Source: an optimization exercise on an open RTL-to-GDS flow (aim: small area, a short achievable clock period and few clock cycles). Production flows keep margins and buffers that such runs may drop. Only the layout flow was run in this run; the RTL was not checked for function there. Power is estimated from default activity; no workload was simulated.

==> flow/design.v <==
module sha256_raw (
    input  wire         clk,
    input  wire         rst,           
    input  wire         start,         
    input  wire         init,          
    input  wire [255:0] state_in,      
    input  wire [7:0]   nblk,          
    output wire         idle,
    output reg          done,          
    output wire [255:0] state_out,
    input  wire         msg_valid,
    input  wire [31:0]  msg_data,
    output wire         msg_ready
);
    reg         busy;           
    reg         pre;            
    reg  [5:0]  t;              
    reg  [7:0]  left;           
    reg  [31:0] h0, h1, h2, h3, h4, h5, h6, h7;    
    reg  [31:0] a, b, c, d, e, f, g;               
    reg  [31:0] x;              
    reg  [31:0] w [0:15];       
    reg         vr;             
    reg  [31:0] wr;
    wire t61 = (t == 6'd61);
    wire t62 = (t == 6'd62);
    wire t63 = (t == 6'd63);
    wire last = (left == 8'd1);
    wire needword = (t <= 6'd13) | ((t62 | t63) & (pre | ~last));
    wire en = busy & (~needword | vr);
    wire consume = en & needword;
    assign idle      = ~busy;
    assign msg_ready = ~vr | consume;
    assign state_out = {h0, h1, h2, h3, h4, h5, h6, h7};
    wire [5:0] tk = t + 6'd1;
    reg [31:0] kt;
    always @(*) begin
        case (tk)
            6'd0:  kt = 32'h428a2f98; 6'd1:  kt = 32'h71374491;
            6'd2:  kt = 32'hb5c0fbcf; 6'd3:  kt = 32'he9b5dba5;
            6'd4:  kt = 32'h3956c25b; 6'd5:  kt = 32'h59f111f1;
            6'd6:  kt = 32'h923f82a4; 6'd7:  kt = 32'hab1c5ed5;
            6'd8:  kt = 32'hd807aa98; 6'd9:  kt = 32'h12835b01;
            6'd10: kt = 32'h243185be; 6'd11: kt = 32'h550c7dc3;
            6'd12: kt = 32'h72be5d74; 6'd13: kt = 32'h80deb1fe;
            6'd14: kt = 32'h9bdc06a7; 6'd15: kt = 32'hc19bf174;
            6'd16: kt = 32'he49b69c1; 6'd17: kt = 32'hefbe4786;
            6'd18: kt = 32'h0fc19dc6; 6'd19: kt = 32'h240ca1cc;
            6'd20: kt = 32'h2de92c6f; 6'd21: kt = 32'h4a7484aa;
            6'd22: kt = 32'h5cb0a9dc; 6'd23: kt = 32'h76f988da;
            6'd24: kt = 32'h983e5152; 6'd25: kt = 32'ha831c66d;
            6'd26: kt = 32'hb00327c8; 6'd27: kt = 32'hbf597fc7;
            6'd28: kt = 32'hc6e00bf3; 6'd29: kt = 32'hd5a79147;
            6'd30: kt = 32'h06ca6351; 6'd31: kt = 32'h14292967;
            6'd32: kt = 32'h27b70a85; 6'd33: kt = 32'h2e1b2138;
            6'd34: kt = 32'h4d2c6dfc; 6'd35: kt = 32'h53380d13;
            6'd36: kt = 32'h650a7354; 6'd37: kt = 32'h766a0abb;
            6'd38: kt = 32'h81c2c92e; 6'd39: kt = 32'h92722c85;
            6'd40: kt = 32'ha2bfe8a1; 6'd41: kt = 32'ha81a664b;
            6'd42: kt = 32'hc24b8b70; 6'd43: kt = 32'hc76c51a3;
            6'd44: kt = 32'hd192e819; 6'd45: kt = 32'hd6990624;
            6'd46: kt = 32'hf40e3585; 6'd47: kt = 32'h106aa070;
            6'd48: kt = 32'h19a4c116; 6'd49: kt = 32'h1e376c08;
            6'd50: kt = 32'h2748774c; 6'd51: kt = 32'h34b0bcb5;
            6'd52: kt = 32'h391c0cb3; 6'd53: kt = 32'h4ed8aa4a;
            6'd54: kt = 32'h5b9cca4f; 6'd55: kt = 32'h682e6ff3;
            6'd56: kt = 32'h748f82ee; 6'd57: kt = 32'h78a5636f;
            6'd58: kt = 32'h84c87814; 6'd59: kt = 32'h8cc70208;
            6'd60: kt = 32'h90befffa; 6'd61: kt = 32'ha4506ceb;
            6'd62: kt = 32'hbef9a3f7; default: kt = 32'hc67178f2;
        endcase
    end
    wire [31:0] S1  = {e[5:0], e[31:6]} ^ {e[10:0], e[31:11]} ^ {e[24:0], e[31:25]};
    wire [31:0] CH  = (e & f) ^ (~e & g);
    wire [31:0] S0  = {a[1:0], a[31:2]} ^ {a[12:0], a[31:13]} ^ {a[21:0], a[31:22]};
    wire [31:0] MJ  = (a & b) | (c & (a | b));
    wire [31:0] G0  = t63 ? h0 : 32'd0;
    wire [31:0] G4  = t63 ? h4 : 32'd0;
    wire [31:0] as1 = x ^ G0 ^ CH;
    wire [31:0] ac1 = (x & G0) | (CH & (x | G0));
    wire [31:0] ac1s = {ac1[30:0], 1'b0};
    wire [31:0] as2 = as1 ^ ac1s ^ MJ;
    wire [31:0] ac2 = (as1 & ac1s) | (MJ & (as1 | ac1s));
    wire [31:0] ac2s = {ac2[30:0], 1'b0};
    wire [31:0] as3 = as2 ^ ac2s ^ S1;
    wire [31:0] ac3 = (as2 & ac2s) | (S1 & (as2 | ac2s));
    wire [31:0] ac3s = {ac3[30:0], 1'b0};
    wire [31:0] as4 = as3 ^ ac3s ^ S0;
    wire [31:0] ac4 = (as3 & ac3s) | (S0 & (as3 | ac3s));
    wire [31:0] a_new = as4 + {ac4[30:0], 1'b0};
    wire [31:0] es1 = x ^ d ^ G4;
    wire [31:0] ec1 = (x & d) | (G4 & (x | d));
    wire [31:0] ec1s = {ec1[30:0], 1'b0};
    wire [31:0] es2 = es1 ^ ec1s ^ CH;
    wire [31:0] ec2 = (es1 & ec1s) | (CH & (es1 | ec1s));
    wire [31:0] ec2s = {ec2[30:0], 1'b0};
    wire [31:0] es3 = es2 ^ ec2s ^ S1;
    wire [31:0] ec3 = (es2 & ec2s) | (S1 & (es2 | ec2s));
    wire [31:0] e_new = es3 + {ec3[30:0], 1'b0};
    wire [31:0] hsa   = t61 ? h3 : t62 ? h2 : h1;
    wire [31:0] hse   = t61 ? h7 : t62 ? h6 : h5;
    wire [31:0] sum_a = hsa + a;
    wire [31:0] sum_e = hse + e;
    wire        zk    = pre & t62;
    wire [31:0] xh    = t63 ? h7 : g;
    wire [31:0] xk    = zk ? 32'd0 : kt;
    wire [31:0] xw    = zk ? 32'd0 : w[15];
    wire [31:0] xs    = xh ^ xk ^ xw;
    wire [31:0] xc    = (xh & xk) | (xw & (xh | xk));
    wire [31:0] x_new = xs + {xc[30:0], 1'b0};
    wire [31:0] ws0   = {w[1][6:0], w[1][31:7]} ^ {w[1][17:0], w[1][31:18]} ^ (w[1] >> 3);
    wire [31:0] ws1   = {w[14][16:0], w[14][31:17]} ^ {w[14][18:0], w[14][31:19]} ^ (w[14] >> 10);
    wire [31:0] wps   = w[0] ^ w[9] ^ ws0;
    wire [31:0] wpc   = (w[0] & w[9]) | (ws0 & (w[0] | w[9]));
    wire [31:0] wpcs  = {wpc[30:0], 1'b0};
    wire [31:0] wqs   = wps ^ wpcs ^ ws1;
    wire [31:0] wqc   = (wps & wpcs) | (ws1 & (wps | wpcs));
    wire [31:0] wnext = wqs + {wqc[30:0], 1'b0};
    integer i;
    always @(posedge clk) begin
        if (rst) begin
            busy <= 1'b0;
            done <= 1'b0;
            vr   <= 1'b0;
        end else begin
            if (msg_ready)
                vr <= msg_valid;
            done <= en & t63 & ~pre & last;
            if (!busy) begin
                if (start) begin
                    busy <= 1'b1;
                    pre  <= 1'b1;
                    t    <= 6'd62;
                    left <= nblk;
                end
            end else if (en) begin
                t <= t + 6'd1;
                if (t63) begin
                    pre <= 1'b0;
                    if (!pre) begin
                        left <= left - 8'd1;
                        if (last)
                            busy <= 1'b0;
                    end
                end
            end
        end
    end
    always @(posedge clk) begin
        if (msg_ready)
            wr <= msg_data;
    end
    always @(posedge clk) begin
        if (!busy) begin
            if (init) begin
                h0 <= 32'h6a09e667; h1 <= 32'hbb67ae85;
                h2 <= 32'h3c6ef372; h3 <= 32'ha54ff53a;
                h4 <= 32'h510e527f; h5 <= 32'h9b05688c;
                h6 <= 32'h1f83d9ab; h7 <= 32'h5be0cd19;
            end else begin
                h0 <= state_in[255:224]; h1 <= state_in[223:192];
                h2 <= state_in[191:160]; h3 <= state_in[159:128];
                h4 <= state_in[127:96];  h5 <= state_in[95:64];
                h6 <= state_in[63:32];   h7 <= state_in[31:0];
            end
        end else if (en) begin
            if (t61) begin h3 <= sum_a; h7 <= sum_e; end
            if (t62) begin h2 <= sum_a; h6 <= sum_e; end
            if (t63) begin
                h0 <= a_new; h1 <= sum_a;
                h4 <= e_new; h5 <= sum_e;
            end
        end
    end
    always @(posedge clk) begin
        if (!busy) begin
            a <= 32'd0; b <= 32'd0; c <= 32'd0; d <= 32'd0;
            e <= 32'd0; f <= 32'd0; g <= 32'd0; x <= 32'd0;
        end else if (en) begin
            a <= a_new;
            b <= t63 ? sum_a : a;
            c <= t63 ? h2 : b;
            d <= t63 ? h3 : c;
            e <= e_new;
            f <= t63 ? sum_e : e;
            g <= t63 ? h6 : f;
            x <= x_new;
        end
    end
    always @(posedge clk) begin
        if (en) begin
            for (i = 0; i < 15; i = i + 1) w[i] <= w[i+1];
            w[15] <= needword ? wr : wnext;
        end
    end
endmodule
==> flow/run.sh <==
#!/bin/bash
# synth_recipe.tcl (not shown) runs the flow's synth.tcl, then flattens the netlist and writes it again
# the make line also repeats each setting of config.mk as NAME=value (left out here)
make -C /OpenROAD-flow-scripts/flow DESIGN_CONFIG=/design/flow/config.mk WORK_HOME=/design/flow/orfs CLKGATE_MAP_FILE= SYNTH_SCRIPT=/design/flow/synth_recipe.tcl finish
==> flow/config.mk <==
export PLATFORM = sky130hd
export DESIGN_NAME = sha256_raw
export DESIGN_NICKNAME = sha256_raw
export VERILOG_FILES = /design/flow/design.v
export SDC_FILE = /design/flow/constraint.sdc
export NUM_CORES = 4
export LEC_CHECK = 0
export CAP_MARGIN = 20
export CORE_MARGIN = 2
export CORE_UTILIZATION = 40
export SLEW_MARGIN = 20
==> flow/constraint.sdc <==
create_clock -name core_clock -period 10.0 [get_ports {clk}]
set_input_delay 2.0000 -clock core_clock [delete_from_list [all_inputs] [get_ports {clk}]]
set_output_delay 2.0000 -clock core_clock [all_outputs]
set_load 0.01 [all_outputs]
==> run notes <==
Status -> timing/DRC/antenna clean
Commonest cells after routing, fill and taps aside -> nand2_1, edfxtp_1, clkdlybuf4s50_1, inv_1, nor2_1
Distinct cells, synth -> 103
Fin nets -> 7355
Final TNS setup -> 0 ns
Starting DRT DRC Count -> 4628
Synthesized Nets -> 6945
Pre-CTS setup slack -> 3.14 ns
Crit-path slowest cell -> a211oi_1
WP data arrival -> 7.59 ns
Post-Synth Adder-Cell Area -> 14.3%
Synth Area in XOR/XNOR -> 6.04%
GRT overflow -> 0
Data required, critical path -> 10.48 ns
Port bufs -> 559
Number of synthesized register bits -> 1074
Metal-1 WL -> 98.3 mm
Dominant cell type by area after synthesis -> edfxtp_1
Core area -> 0.158 mm^2
Vias per inst -> 5.58
Initial Util -> 40.2%
Die width -> 403 um
I/O pin count -> 560
Commonest non-fill, non-tap cell in the layout -> nand2_1
Largest net degree at the start of global routing -> 152
Routed wire length -> 236 mm
Clock buffer depth -> 3
CTS root buf -> clkbuf_16
Top FF cell, synth -> edfxtp_1
Min Tclk post-route -> 7.11 ns
P_int -> 14.0 mW
Crit path largest cell delay -> 0.75 ns
Mapped Cells -> 6126
# DRC -> 0
Worst Tran Pin Value -> 1.04 ns
Average wire per cell in the routed design -> 27.1 um
Switching power share of the total -> 45.2%
Switching Power -> 11.6 mW
Simple-Gate Fraction of Synth Area -> 10.9%
Peak VDD IR -> 0.215 mV
Post-CTS setup buffer count -> 0
Combinational family with the most area after synthesis -> compound AO/OA/AOI/OAI gates
Combinational power share -> 56.3%
Total die area -> 0.163 mm^2
Row count -> 146
H-tree depth -> 3
Clk latency of the worst-skew pair -> 0.81 ns
Metal2 WL -> 112 mm
Post-CTS sizing -> 0
Hold Vio Cnt, Final -> 0
Hold Buf Count CTS -> 0
Syn Area/Cell -> 10.4 um^2
GRT Overall Usage -> 28.6%
Leakage -> 30.0 nW
Yosys warnings -> 2
Initial antenna violation count -> 8
Synth-to-Final Area Change -> 18.3%
Power share of the clock group -> 17.0%
Hold Path Class -> reg2reg
Max Cap Viol -> 0
Crit path capture type -> flop
Final Max Tran Viols -> 0
Setup crit start kind -> flop
Main area contributors after synthesis -> edfxtp_1, fa_1, dfxtp_1
Sequential share of power -> 26.7%
Synth async-reset ratio -> 0%
Vias -> 48.6k
TritonCTS Buffers -> 117
Area share of the largest cell type after synthesis -> 38.4%
Met3 Wirelength -> 15.3 mm
DR top layer -> met5
# setup viols final -> 0
Compound-Gate Fraction of Synth Area -> 14.5%
Drt first pass iters -> 10
Reg clk slew, reported paths -> 0.06 ns
Final ANT Viol Nets -> 0
Sequential fraction of the synthesis area -> 46.5%
FMAX -> 141 MHz
Layout cells sized above 1 -> 5.82%
Max_slew headroom -> 30.1%
PwrDens -> 339 mW/mm^2
Number of synthesized flops with an enable pin -> 815
Fillers -> 14.6k
Final worst slack -> 2.89 ns
Mux contribution to synthesized area -> 2.28%
DIE HEIGHT -> 403 um
First-pass GRT wire length -> 337 mm
Cells after DPL -> 8488
Post-DP HPWL -> 180 mm
Cells along the critical path -> buf_4 -> ha_2 -> buf_4 -> and2_4 -> buf_4 -> nand2_1 -> fa_1 -> inv_1 -> fa_1 -> fa_1 -> ha_1 -> a211oi_1 -> o21ai_0 -> nand3b_1 -> a211oi_1 -> o22ai_1 -> o31a_1 -> o21ai_1 -> xnor2_1 -> a21oi_1
Vias in the first global route -> 48.3k
Crit Path Max Fanout -> 37
Final cell count without fillers -> 8712
CTS tree -> yes
GP Congestion -> 1.04
RSZ-0062 raised after global routing -> no
Post-Syn Area -> 0.0637 mm^2
CP Class -> reg2reg
Clock Sinks -> 1074
Fin crit share -> 71.1%
Worst Skew -> 0.0562 ns
==> state kept, by name (all words and copies together), names as in the netlist <==
| name | cells |
|---|---|
| w | 512 |
| a | 32 |
| b | 32 |
| c | 32 |
| d | 32 |
| e | 32 |
| f | 32 |
| g | 32 |
| h0 | 32 |
| h1 | 32 |
| h2 | 32 |
| h3 | 32 |
| h4 | 32 |
| h5 | 32 |
| h6 | 32 |
| h7 | 32 |
| wr | 32 |
| x | 32 |
| left | 8 |
| t | 6 |
| busy | 1 |
| done | 1 |
| pre | 1 |
| vr | 1 |
==> layer usage <==
metal | vias up | track usage [%]
li1 | 22196 | -
met1 | 24029 | 37.4
met2 | 1962 | 46.9
met3 | 403 | 4.76
met4 | 14 | 12.0
met5 | - | 0
==> power by group through the flow <==
stage                     registers, mW  clock network [mW]  logic (mW)
final                              6.82                4.35        14.4
after global routing               6.88                4.59        15.8
after floorplan                    6.53                   0        9.58
after global placement             6.89                   0        14.1
after detailed placement           6.89                   0        14.1
after CTS                          6.82                4.43        14.3
==> cell families (layout without fill, tap and decap cells) <==
group           Yosys count  in the layout
flops                  1074           1074
mux                     141            141
other cells               0              3
simple gates           1630           1630
buf+inv                 914           1425
compound gates         1384           1384
fa+ha+maj               547            547
xor+xnor                436            436
==> worst max-delay path, delay by kind of cell, from the launching register on <==
| family | cells | cell delay (ns) |
|---|---|---|
| xor+xnor | 1 | 0.15 |
| buf+inv | 4 | 1.13 |
| simple gates | 3 | 0.78 |
| compound gates | 7 | 2.40 |
| flops | 1 | 0.33 |
| fa+ha+maj | 5 | 1.99 |
==> area by class of cell <==
type                       instances  area [um^2]  share of cell area, %
sequential                      1074        29700                   39.3
clock buffer                     159         3250                   4.30
tap                             2072         2590                   3.44
multi-input combinational       4138        30700                   40.8
clock inverter                    61          592                  0.785
antenna                            3         7.51                0.00995
inverter                         534         2030                   2.69
timing repair buffer             671         6560                   8.69
==> worst paths after layout <==
path | from | endpoint | slack (ns) | depth (start not counted)
setup / recovery | t[1]$_SDFFCE_PN1P_ | h4[28]$_DFFE_PP_ | 2.89 | 20
hold reg to reg | w[7][29]$_DFFE_PP_ | w[6][29]$_DFFE_PP_ | 0.41 | 0
hold / removal | w[7][29]$_DFFE_PP_ | w[6][29]$_DFFE_PP_ | 0.41 | 0
setup reg to reg | t[1]$_SDFFCE_PN1P_ | h4[28]$_DFFE_PP_ | 2.89 | 20
==> Yosys cell counts, types with 115 or more instances <==
cell type	number
mux2i_1	115
edfxtp_1	815
nand2_1	859
dfxtp_1	259
fa_1	310
inv_1	529
ha_1	208
a21oi_1	344
o21ai_0	315
a311oi_1	123
clkbuf_1	292
xnor2_1	293
nor2_1	397
xor2_1	140
==> per-stage QoR <==
stage | utilization (%) | instance area, um^2 | hold WS, ns | power [mW]
after CTS | 47.6 | 75400 | 0.414 | 25.5
after global placement | 45.2 | 71600 | 0.400 | 21.0
after floorplan | - | 63800 | 0.400 | 16.1
final | 47.6 | 75400 | 0.415 | 25.5
after global routing | 47.6 | 75400 | 0.420 | 27.3
after detailed placement | 45.2 | 71600 | 0.405 | 21.0

==> static timing again, ports no longer ideal <==
No port has a modelled driver above. Below, the same layout with a new extraction and two added sets of constraints.
Step 1 (the two cells are an assumption about what drives the block):
set clk [get_ports {clk}]
set_driving_cell -lib_cell sky130_fd_sc_hd__clkbuf_16 $clk
set_driving_cell -lib_cell sky130_fd_sc_hd__buf_2 [delete_from_list [all_inputs] $clk]
Step 2 times the ports against the registers' clock, not the clock port: input delays grow and output delays shrink by t, the midpoint of the rising clock arrivals with the driver on.
Three values: no drivers, after step 1, after step 2; two values: the first two.
shift t [ns]: 0.869
slack for setup (ns): 2.892 / 2.892 / 2.892
worst register clock-pin slew, ns: 0.07 / 0.07
worst slew at a driven data input, ns: 0.14
pins driven straight from the clock port: 1
After both steps this run still meets setup and hold. For this run, drivers alone change the setup slack by 0.000 ns; drivers and shift together by 0.000 ns.
